This design comes from an exercise in tuning for small area, a short achievable clock period and few clock cycles on the open sky130 flow, not from production work.
Function not checked in this run: the RTL went through the layout flow alone.

==> flow/constraint.sdc <==
create_clock -name core_clock -period 10.0 [get_ports {clk}]
set_input_delay 2.0000 -clock core_clock [delete_from_list [all_inputs] [get_ports {clk}]]
set_output_delay 2.0000 -clock core_clock [all_outputs]
set_load 0.01 [all_outputs]
==> flow/config.mk <==
export PLATFORM = sky130hd
export DESIGN_NAME = skc_evidence_hash
export DESIGN_NICKNAME = skc_evidence_hash
export VERILOG_FILES = /design/flow/design.v
export SDC_FILE = /design/flow/constraint.sdc
export NUM_CORES = 4
export LEC_CHECK = 0
export CAP_MARGIN = 20
export CELL_PAD_IN_SITES_DETAIL_PLACEMENT = 1
export CELL_PAD_IN_SITES_GLOBAL_PLACEMENT = 2
export CORE_MARGIN = 2
export CORE_UTILIZATION = 30
export GPL_ROUTABILITY_DRIVEN = 1
export PLACE_DENSITY = 0.5
export SLEW_MARGIN = 20
==> flow/design.v <==
module skc_evidence_hash (
    input  wire         clk,
    input  wire         rst,             
    input  wire         gen_valid,
    output wire         gen_ready,
    input  wire [15:0]  gen_stream_id,
    input  wire [63:0]  gen_sequence,
    input  wire         in_valid,
    output wire         in_ready,
    input  wire [63:0]  in_data,
    input  wire         in_last,
    output reg          out_valid,
    output wire [255:0] out_chain
);
    function [31:0] rotr(input [31:0] x, input integer n);
        rotr = (x >> n) | (x << (32 - n));
    endfunction
    function [31:0] bsig0(input [31:0] x);
        bsig0 = rotr(x, 2) ^ rotr(x, 13) ^ rotr(x, 22);
    endfunction
    function [31:0] bsig1(input [31:0] x);
        bsig1 = rotr(x, 6) ^ rotr(x, 11) ^ rotr(x, 25);
    endfunction
    function [31:0] ssig0(input [31:0] x);
        ssig0 = rotr(x, 7) ^ rotr(x, 18) ^ (x >> 3);
    endfunction
    function [31:0] ssig1(input [31:0] x);
        ssig1 = rotr(x, 17) ^ rotr(x, 19) ^ (x >> 10);
    endfunction
    function [31:0] iv(input [2:0] i);
        case (i)
            3'd0: iv = 32'h6a09e667;  3'd1: iv = 32'hbb67ae85;
            3'd2: iv = 32'h3c6ef372;  3'd3: iv = 32'ha54ff53a;
            3'd4: iv = 32'h510e527f;  3'd5: iv = 32'h9b05688c;
            3'd6: iv = 32'h1f83d9ab;  default: iv = 32'h5be0cd19;
        endcase
    endfunction
    function [31:0] bswap(input [31:0] x);
        bswap = {x[7:0], x[15:8], x[23:16], x[31:24]};
    endfunction
    localparam [1:0] S_IDLE  = 2'd0,    
                     S_LOAD  = 2'd1,    
                     S_ROUND = 2'd2,    
                     S_ADD   = 2'd3;    
    localparam [1:0] P_SEG  = 2'd0,     
                     P_CH1  = 2'd1,     
                     P_CH2  = 2'd2,     
                     P_GEN  = 2'd3;     
    reg [1:0]  state;
    reg [1:0]  phase;
    reg [5:0]  round;
    reg [2:0]  unit;          
    reg        data_done;     
    reg        pad_done;      
    reg        final_blk;     
    reg [12:0] nwords;        
    reg [31:0] w [0:15];      
    reg [31:0] hv [0:7];      
    reg [31:0] chain [0:7];   
    reg [31:0] va, vb, vc, vd, ve, vf, vg, vh;
    integer i;
    reg [31:0] k_t;
    always @(*) begin
        case (round)
            6'd0:  k_t = 32'h428a2f98;  6'd1:  k_t = 32'h71374491;
            6'd2:  k_t = 32'hb5c0fbcf;  6'd3:  k_t = 32'he9b5dba5;
            6'd4:  k_t = 32'h3956c25b;  6'd5:  k_t = 32'h59f111f1;
            6'd6:  k_t = 32'h923f82a4;  6'd7:  k_t = 32'hab1c5ed5;
            6'd8:  k_t = 32'hd807aa98;  6'd9:  k_t = 32'h12835b01;
            6'd10: k_t = 32'h243185be;  6'd11: k_t = 32'h550c7dc3;
            6'd12: k_t = 32'h72be5d74;  6'd13: k_t = 32'h80deb1fe;
            6'd14: k_t = 32'h9bdc06a7;  6'd15: k_t = 32'hc19bf174;
            6'd16: k_t = 32'he49b69c1;  6'd17: k_t = 32'hefbe4786;
            6'd18: k_t = 32'h0fc19dc6;  6'd19: k_t = 32'h240ca1cc;
            6'd20: k_t = 32'h2de92c6f;  6'd21: k_t = 32'h4a7484aa;
            6'd22: k_t = 32'h5cb0a9dc;  6'd23: k_t = 32'h76f988da;
            6'd24: k_t = 32'h983e5152;  6'd25: k_t = 32'ha831c66d;
            6'd26: k_t = 32'hb00327c8;  6'd27: k_t = 32'hbf597fc7;
            6'd28: k_t = 32'hc6e00bf3;  6'd29: k_t = 32'hd5a79147;
            6'd30: k_t = 32'h06ca6351;  6'd31: k_t = 32'h14292967;
            6'd32: k_t = 32'h27b70a85;  6'd33: k_t = 32'h2e1b2138;
            6'd34: k_t = 32'h4d2c6dfc;  6'd35: k_t = 32'h53380d13;
            6'd36: k_t = 32'h650a7354;  6'd37: k_t = 32'h766a0abb;
            6'd38: k_t = 32'h81c2c92e;  6'd39: k_t = 32'h92722c85;
            6'd40: k_t = 32'ha2bfe8a1;  6'd41: k_t = 32'ha81a664b;
            6'd42: k_t = 32'hc24b8b70;  6'd43: k_t = 32'hc76c51a3;
            6'd44: k_t = 32'hd192e819;  6'd45: k_t = 32'hd6990624;
            6'd46: k_t = 32'hf40e3585;  6'd47: k_t = 32'h106aa070;
            6'd48: k_t = 32'h19a4c116;  6'd49: k_t = 32'h1e376c08;
            6'd50: k_t = 32'h2748774c;  6'd51: k_t = 32'h34b0bcb5;
            6'd52: k_t = 32'h391c0cb3;  6'd53: k_t = 32'h4ed8aa4a;
            6'd54: k_t = 32'h5b9cca4f;  6'd55: k_t = 32'h682e6ff3;
            6'd56: k_t = 32'h748f82ee;  6'd57: k_t = 32'h78a5636f;
            6'd58: k_t = 32'h84c87814;  6'd59: k_t = 32'h8cc70208;
            6'd60: k_t = 32'h90befffa;  6'd61: k_t = 32'ha4506ceb;
            6'd62: k_t = 32'hbef9a3f7;  default: k_t = 32'hc67178f2;
        endcase
    end
    assign gen_ready = (state == S_IDLE);
    assign in_ready  = (state == S_LOAD) && !data_done;
    reg        unit_go;       
    reg [63:0] unit_val;      
    reg        unit_len;      
    always @(*) begin
        unit_go  = 1'b0;
        unit_val = 64'd0;
        unit_len = 1'b0;
        if (!data_done) begin
            unit_go  = in_valid;
            unit_val = {bswap(in_data[31:0]), bswap(in_data[63:32])};
        end else if (!pad_done) begin
            unit_go  = 1'b1;
            unit_val = {32'h80000000, 32'h00000000};
        end else begin
            unit_go  = 1'b1;
            if (unit == 3'd7) begin
                unit_val = {32'd0, 13'd0, nwords, 6'd0};    
                unit_len = 1'b1;
            end
        end
    end
    wire [31:0] ch    = (ve & vf) ^ (~ve & vg);
    wire [31:0] maj   = (va & vb) ^ (va & vc) ^ (vb & vc);
    wire [31:0] t1    = vh + bsig1(ve) + ch + k_t + w[0];
    wire [31:0] t2    = bsig0(va) + maj;
    wire [31:0] w_new = ssig1(w[14]) + w[9] + ssig0(w[1]) + w[0];
    wire [31:0] hsum0 = hv[0] + va;
    wire [31:0] hsum1 = hv[1] + vb;
    wire [31:0] hsum2 = hv[2] + vc;
    wire [31:0] hsum3 = hv[3] + vd;
    wire [31:0] hsum4 = hv[4] + ve;
    wire [31:0] hsum5 = hv[5] + vf;
    wire [31:0] hsum6 = hv[6] + vg;
    wire [31:0] hsum7 = hv[7] + vh;
    always @(posedge clk) begin
        if (rst) begin
            state     <= S_IDLE;
            phase     <= P_SEG;
            out_valid <= 1'b0;
        end else begin
            out_valid <= 1'b0;
            case (state)
                S_IDLE: begin
                    if (gen_valid) begin
                        w[0]  <= 32'h534b4556;
                        w[1]  <= {gen_stream_id[7:0], gen_stream_id[15:8], 16'h0000};
                        w[2]  <= bswap(gen_sequence[31:0]);
                        w[3]  <= bswap(gen_sequence[63:32]);
                        w[4]  <= 32'd0;
                        w[5]  <= 32'd0;
                        w[6]  <= 32'd0;
                        w[7]  <= 32'd0;
                        w[8]  <= 32'h80000000;
                        for (i = 9; i < 15; i = i + 1)
                            w[i] <= 32'd0;
                        w[15] <= 32'd256;
                        for (i = 0; i < 8; i = i + 1)
                            hv[i] <= iv(i[2:0]);
                        va <= iv(0); vb <= iv(1); vc <= iv(2); vd <= iv(3);
                        ve <= iv(4); vf <= iv(5); vg <= iv(6); vh <= iv(7);
                        round <= 6'd0;
                        phase <= P_GEN;
                        state <= S_ROUND;
                    end else if (in_valid) begin
                        for (i = 0; i < 8; i = i + 1)
                            hv[i] <= iv(i[2:0]);
                        unit      <= 3'd0;
                        nwords    <= 13'd0;
                        data_done <= 1'b0;
                        pad_done  <= 1'b0;
                        final_blk <= 1'b0;
                        phase     <= P_SEG;
                        state     <= S_LOAD;
                    end
                end
                S_LOAD: begin
                    if (unit_go) begin
                        for (i = 0; i < 14; i = i + 1)
                            w[i] <= w[i + 2];
                        w[14] <= unit_val[63:32];
                        w[15] <= unit_val[31:0];
                        if (!data_done) begin
                            nwords <= nwords + 13'd1;
                            if (in_last)
                                data_done <= 1'b1;
                        end else if (!pad_done) begin
                            pad_done <= 1'b1;
                        end
                        if (unit_len)
                            final_blk <= 1'b1;
                        unit <= unit + 3'd1;
                        if (unit == 3'd7) begin
                            va <= hv[0]; vb <= hv[1]; vc <= hv[2]; vd <= hv[3];
                            ve <= hv[4]; vf <= hv[5]; vg <= hv[6]; vh <= hv[7];
                            round <= 6'd0;
                            state <= S_ROUND;
                        end
                    end
                end
                S_ROUND: begin
                    vh <= vg;
                    vg <= vf;
                    vf <= ve;
                    ve <= vd + t1;
                    vd <= vc;
                    vc <= vb;
                    vb <= va;
                    va <= t1 + t2;
                    for (i = 0; i < 15; i = i + 1)
                        w[i] <= w[i + 1];
                    w[15] <= w_new;
                    round <= round + 6'd1;
                    if (round == 6'd63)
                        state <= S_ADD;
                end
                S_ADD: begin
                    hv[0] <= hsum0; hv[1] <= hsum1; hv[2] <= hsum2; hv[3] <= hsum3;
                    hv[4] <= hsum4; hv[5] <= hsum5; hv[6] <= hsum6; hv[7] <= hsum7;
                    round <= 6'd0;
                    case (phase)
                        P_SEG: begin
                            if (final_blk) begin
                                for (i = 0; i < 8; i = i + 1)
                                    w[i] <= chain[i];
                                w[8]  <= hsum0; w[9]  <= hsum1;
                                w[10] <= hsum2; w[11] <= hsum3;
                                w[12] <= hsum4; w[13] <= hsum5;
                                w[14] <= hsum6; w[15] <= hsum7;
                                for (i = 0; i < 8; i = i + 1)
                                    hv[i] <= iv(i[2:0]);
                                va <= iv(0); vb <= iv(1); vc <= iv(2); vd <= iv(3);
                                ve <= iv(4); vf <= iv(5); vg <= iv(6); vh <= iv(7);
                                phase <= P_CH1;
                                state <= S_ROUND;
                            end else begin
                                unit  <= 3'd0;
                                state <= S_LOAD;
                            end
                        end
                        P_CH1: begin
                            w[0] <= 32'h80000000;
                            for (i = 1; i < 15; i = i + 1)
                                w[i] <= 32'd0;
                            w[15] <= 32'd512;
                            va <= hsum0; vb <= hsum1; vc <= hsum2; vd <= hsum3;
                            ve <= hsum4; vf <= hsum5; vg <= hsum6; vh <= hsum7;
                            phase <= P_CH2;
                            state <= S_ROUND;
                        end
                        default: begin
                            chain[0] <= hsum0; chain[1] <= hsum1;
                            chain[2] <= hsum2; chain[3] <= hsum3;
                            chain[4] <= hsum4; chain[5] <= hsum5;
                            chain[6] <= hsum6; chain[7] <= hsum7;
                            out_valid <= 1'b1;
                            state     <= S_IDLE;
                        end
                    endcase
                end
            endcase
        end
    end
    genvar g;
    generate
        for (g = 0; g < 8; g = g + 1) begin : g_out
            assign out_chain[32*g +: 32] = bswap(chain[g]);
        end
    endgenerate
endmodule
==> flow/run.sh <==
#!/bin/bash
# synth_recipe.tcl (not shown) runs the flow's synth.tcl, then flattens the netlist and writes it again
# the make line also repeats each setting of config.mk as NAME=value (left out here)
make -C /OpenROAD-flow-scripts/flow DESIGN_CONFIG=/design/flow/config.mk WORK_HOME=/design/flow/orfs CLKGATE_MAP_FILE= SYNTH_SCRIPT=/design/flow/synth_recipe.tcl finish
==> metrics.md <==
| Metric | Value |
|---|---|
| Count of final max-slew check failures | `0` |
| Max incr delay on CP | `~760 ps` |
| Part of the cycle the worst path needs | `0.872` |
| Fill cell count | `roughly 31000` |
| Std cell rows | `about 200` |
| Dpl hpwl | `around 400 mm` |
| DR vias | `74600` |
| Drt drc | `0` |
| Seq/Total Area, Yosys | `0.468` |
| Worst r2r src | `ve[1]` |
| CP max-delay cell | `xnor2_1` |
| Global-route wire length before repair | `670 mm` |
| Pre-antenna DRT Iters | `15` |
| Critical path buffers and inverters | `5` |
| Clock Skew | `about 76 ps` |
| Final wirelength | `508 mm` |
| Crit Path Max Fanout | `7` |
| Largest net degree at the start of global routing | `~140` |
| Antenna viol nets, final | `0` |
| Post-synth ARST share | `0` |
| PortBufs | `between 400 and 500` |
| Final Critical Period | `between 8000 and 9000 ps` |
| CP top delay family | `adder cells` |
| Post-cts hold buffer count | `0` |
| Layout area overhead | `18.0%` |
| Reg clk slew, reported paths | `approximately 60 ps` |
| Worst Path Required | `between 10000 and 15000 ps` |
| Max_slew headroom | `0.135` |
| Nets | `~9100` |
| H-tree Lvls | `4` |
| Initial core utilization | `0.302` |
| Status | `complete, no violations` |
| Fin. Hold Viols | `0` |
| Seq cells post-synth | `~1300` |
| Startpoint Class | `flip-flop` |
| Setup-failing EPs final | `0` |
| Post-route cell area | `between 100000 and 150000 um^2` |
| Yosys warns | `4` |
| CTS tree | `yes` |
| Crit path DAT | `9340 ps` |
| Num CTS Buffers | `about 180` |
| Critical Path Sink Type | `flip-flop` |
| Most common cell after layout, fill and taps aside | `edfxtp_1` |
| WL/cell | `between 40 and 50 um` |
| Congestion Overflow GR | `0` |
| Core ar. | `between 200000 and 300000 um^2` |
| Placer congestion estimate | `between 0.9 and 1` |
| Die Width | `537 um` |
| Post-synth EDFFs | `~1300` |
| Clock root cell | `clkbuf_16` |
| Critical path origin | `ve[1]` |
| Layout Utilization | `0.356` |
| Max_cap viols | `0` |
| DP Area | `around 95000 um^2` |
| Die area | `a little under 300000 um^2` |
| Fmax | `0.115 GHz` |
| DRT iter0 DRCs | `between 10000 and 15000` |
| Pre-CTS setup slack | `between 1000 and 1500 ps` |
| WHS | `555 ps` |
| Syn Std Cell Area | `85300 um^2` |
| Ports | `just over 400` |
| Critical path class | `reg -> reg` |
| Setup bufs post-CTS | `0` |
| Layout cells sized above 1 | `0.0761` |
| Syn Nets | `roughly 8800` |
| Worst Tran Pin Value | `between 1000 and 1500 ps` |
| Vias in the first global route | `72100` |
| Final WS setup | `~1300 ps` |
| RSZ-0062 raised after global routing | `false` |
| Antenna violations before repair | `59` |
| Clock Tree Buf Depth | `4` |
| Most frequent cells in the layout | `edfxtp_1 (1305), nor2_1 (754), a21oi_1 (565), inv_1 (549), nand2_1 (480)` |
| Hold Crit Start | `unit[0]` |
| Cells after synthesis | `8043` |
| Hold Crit Class | `reg -> reg` |
| Clock latency (worst-skew pair) | `around 920 ps` |
| Ys flop type | `edfxtp_1` |
| Distinct cells, synth | `102` |
| GRT Resource Usage Total | `0.341` |
| Vias per cell | `just over 6` |
| Syn Area/Cell | `approximately 11 um^2` |
| Clk sinks | `1342` |
| Cts repair resizes | `0` |
| Chip Height | `537 um` |
==> logic make-up after synthesis <==
logic type	after synthesis	share of synthesized area
AOI/OAI and AO/OA	2422	0.208
buffers and inverters	1099	0.0488
xor gates and xnor gates	564	0.0579
muxes	56	0.00694
DFF	1342	0.468
and+or+nand+nor	1967	0.106
adders and majority gates	593	0.104
==> layout make-up <==
class / count / area (um^2) / share of cell area
antenna: 43 / 108 / 0.00107
clock inverter: 85 / 950 / 0.00944
multi-input combinational: 5602 / 41900 / 0.417
timing repair buffer: 652 / 6130 / 0.0610
inverter: 552 / 2070 / 0.0206
tap: 3743 / 4680 / 0.0465
clock buffer: 239 / 4840 / 0.0481
sequential: 1342 / 39900 / 0.397
==> flip-flops by register name, indices dropped and copies added (netlist names), 2 cells and up <==
register,count
chain,256
hv,256
k_t,32
nwords,13
phase,2
round,6
state,2
unit,3
va,32
vb,32
vc,32
vd,32
ve,32
vf,32
vg,32
vh,32
w,512
==> path summary, 6_finish.rpt <==
path / endpoint / slack, ps / depth (start not counted)
min: unit[0] / 560 / 1
min reg2reg: unit[0] / 560 / 1
max reg2reg: va[28] / 1280 / 29
max: va[28] / 1280 / 29
==> routing by layer <==
| layer | up-vias | GRT usage | part of all wire |
|---|---|---|---|
| met4 | 6 | 0.153 | 0.050 |
| met3 | 543 | 0.0505 | 0.076 |
| li1 | 31100 | - | - |
| met2 | 3497 | 0.513 | 0.43 |
| met5 | - | 0 | 0.000079 |
| met1 | 39400 | 0.485 | 0.44 |
==> metrics by stage <==
step / setup TNS (ps) / instances
after floorplan: -1648550 / 8043
after global placement: 0 / 11900
after detailed placement: 0 / 11900
after CTS: 0 / 12200
after global routing: 0 / 12200
final: 0 / 12300
==> cell usage after synthesis (47+ instances only) <==
library cell	instances	area, um^2
nand3_1	106	531
a31oi_1	47	294
nand2b_1	165	1030
nor2_1	760	2850
fa_1	195	3900
o21ai_0	322	1610
nand2_1	482	1810
a222oi_1	470	4700
a221oi_1	149	1310
clkbuf_1	492	1850
xnor2_1	396	3470
edfxtp_1	1305	39200
a22oi_1	79	593
and2_1	119	744
a21o_1	187	1400
o22ai_1	58	363
inv_1	549	2060
nor3_1	98	490
a211oi_1	50	375
o21a_1	67	503
a221o_1	91	911
o21bai_1	58	435
o211ai_1	49	368
xor2_1	168	1470
a21oi_1	568	2840
ha_1	396	4950

what the ideal ports hide:
No port has a modelled driver above. Below, the same layout with a new extraction and two added sets of constraints. Step 1 (the two cells are an assumption about what drives the block):
set clk [get_ports {clk}]
set_driving_cell -lib_cell sky130_fd_sc_hd__clkbuf_16 $clk
set_driving_cell -lib_cell sky130_fd_sc_hd__buf_2 [delete_from_list [all_inputs] $clk]
Step 2 times the ports against the registers' clock, not the clock port: input delays grow and output delays shrink by t, the midpoint of the rising clock arrivals with the driver on. a / b / c = no drivers / after step 1 / after step 2; a / b = the first two.
t (ns): 0.973
slack for setup (ns): 1.277 / 1.277 / 1.277
worst setup path after step 2: register to register
latest minus earliest clock arrival (ns): 0.100 / 0.100
After both steps setup and hold are still met in this run. The setup slack of this run moves by 0.000 ns with the drivers and by 0.000 ns with both steps.
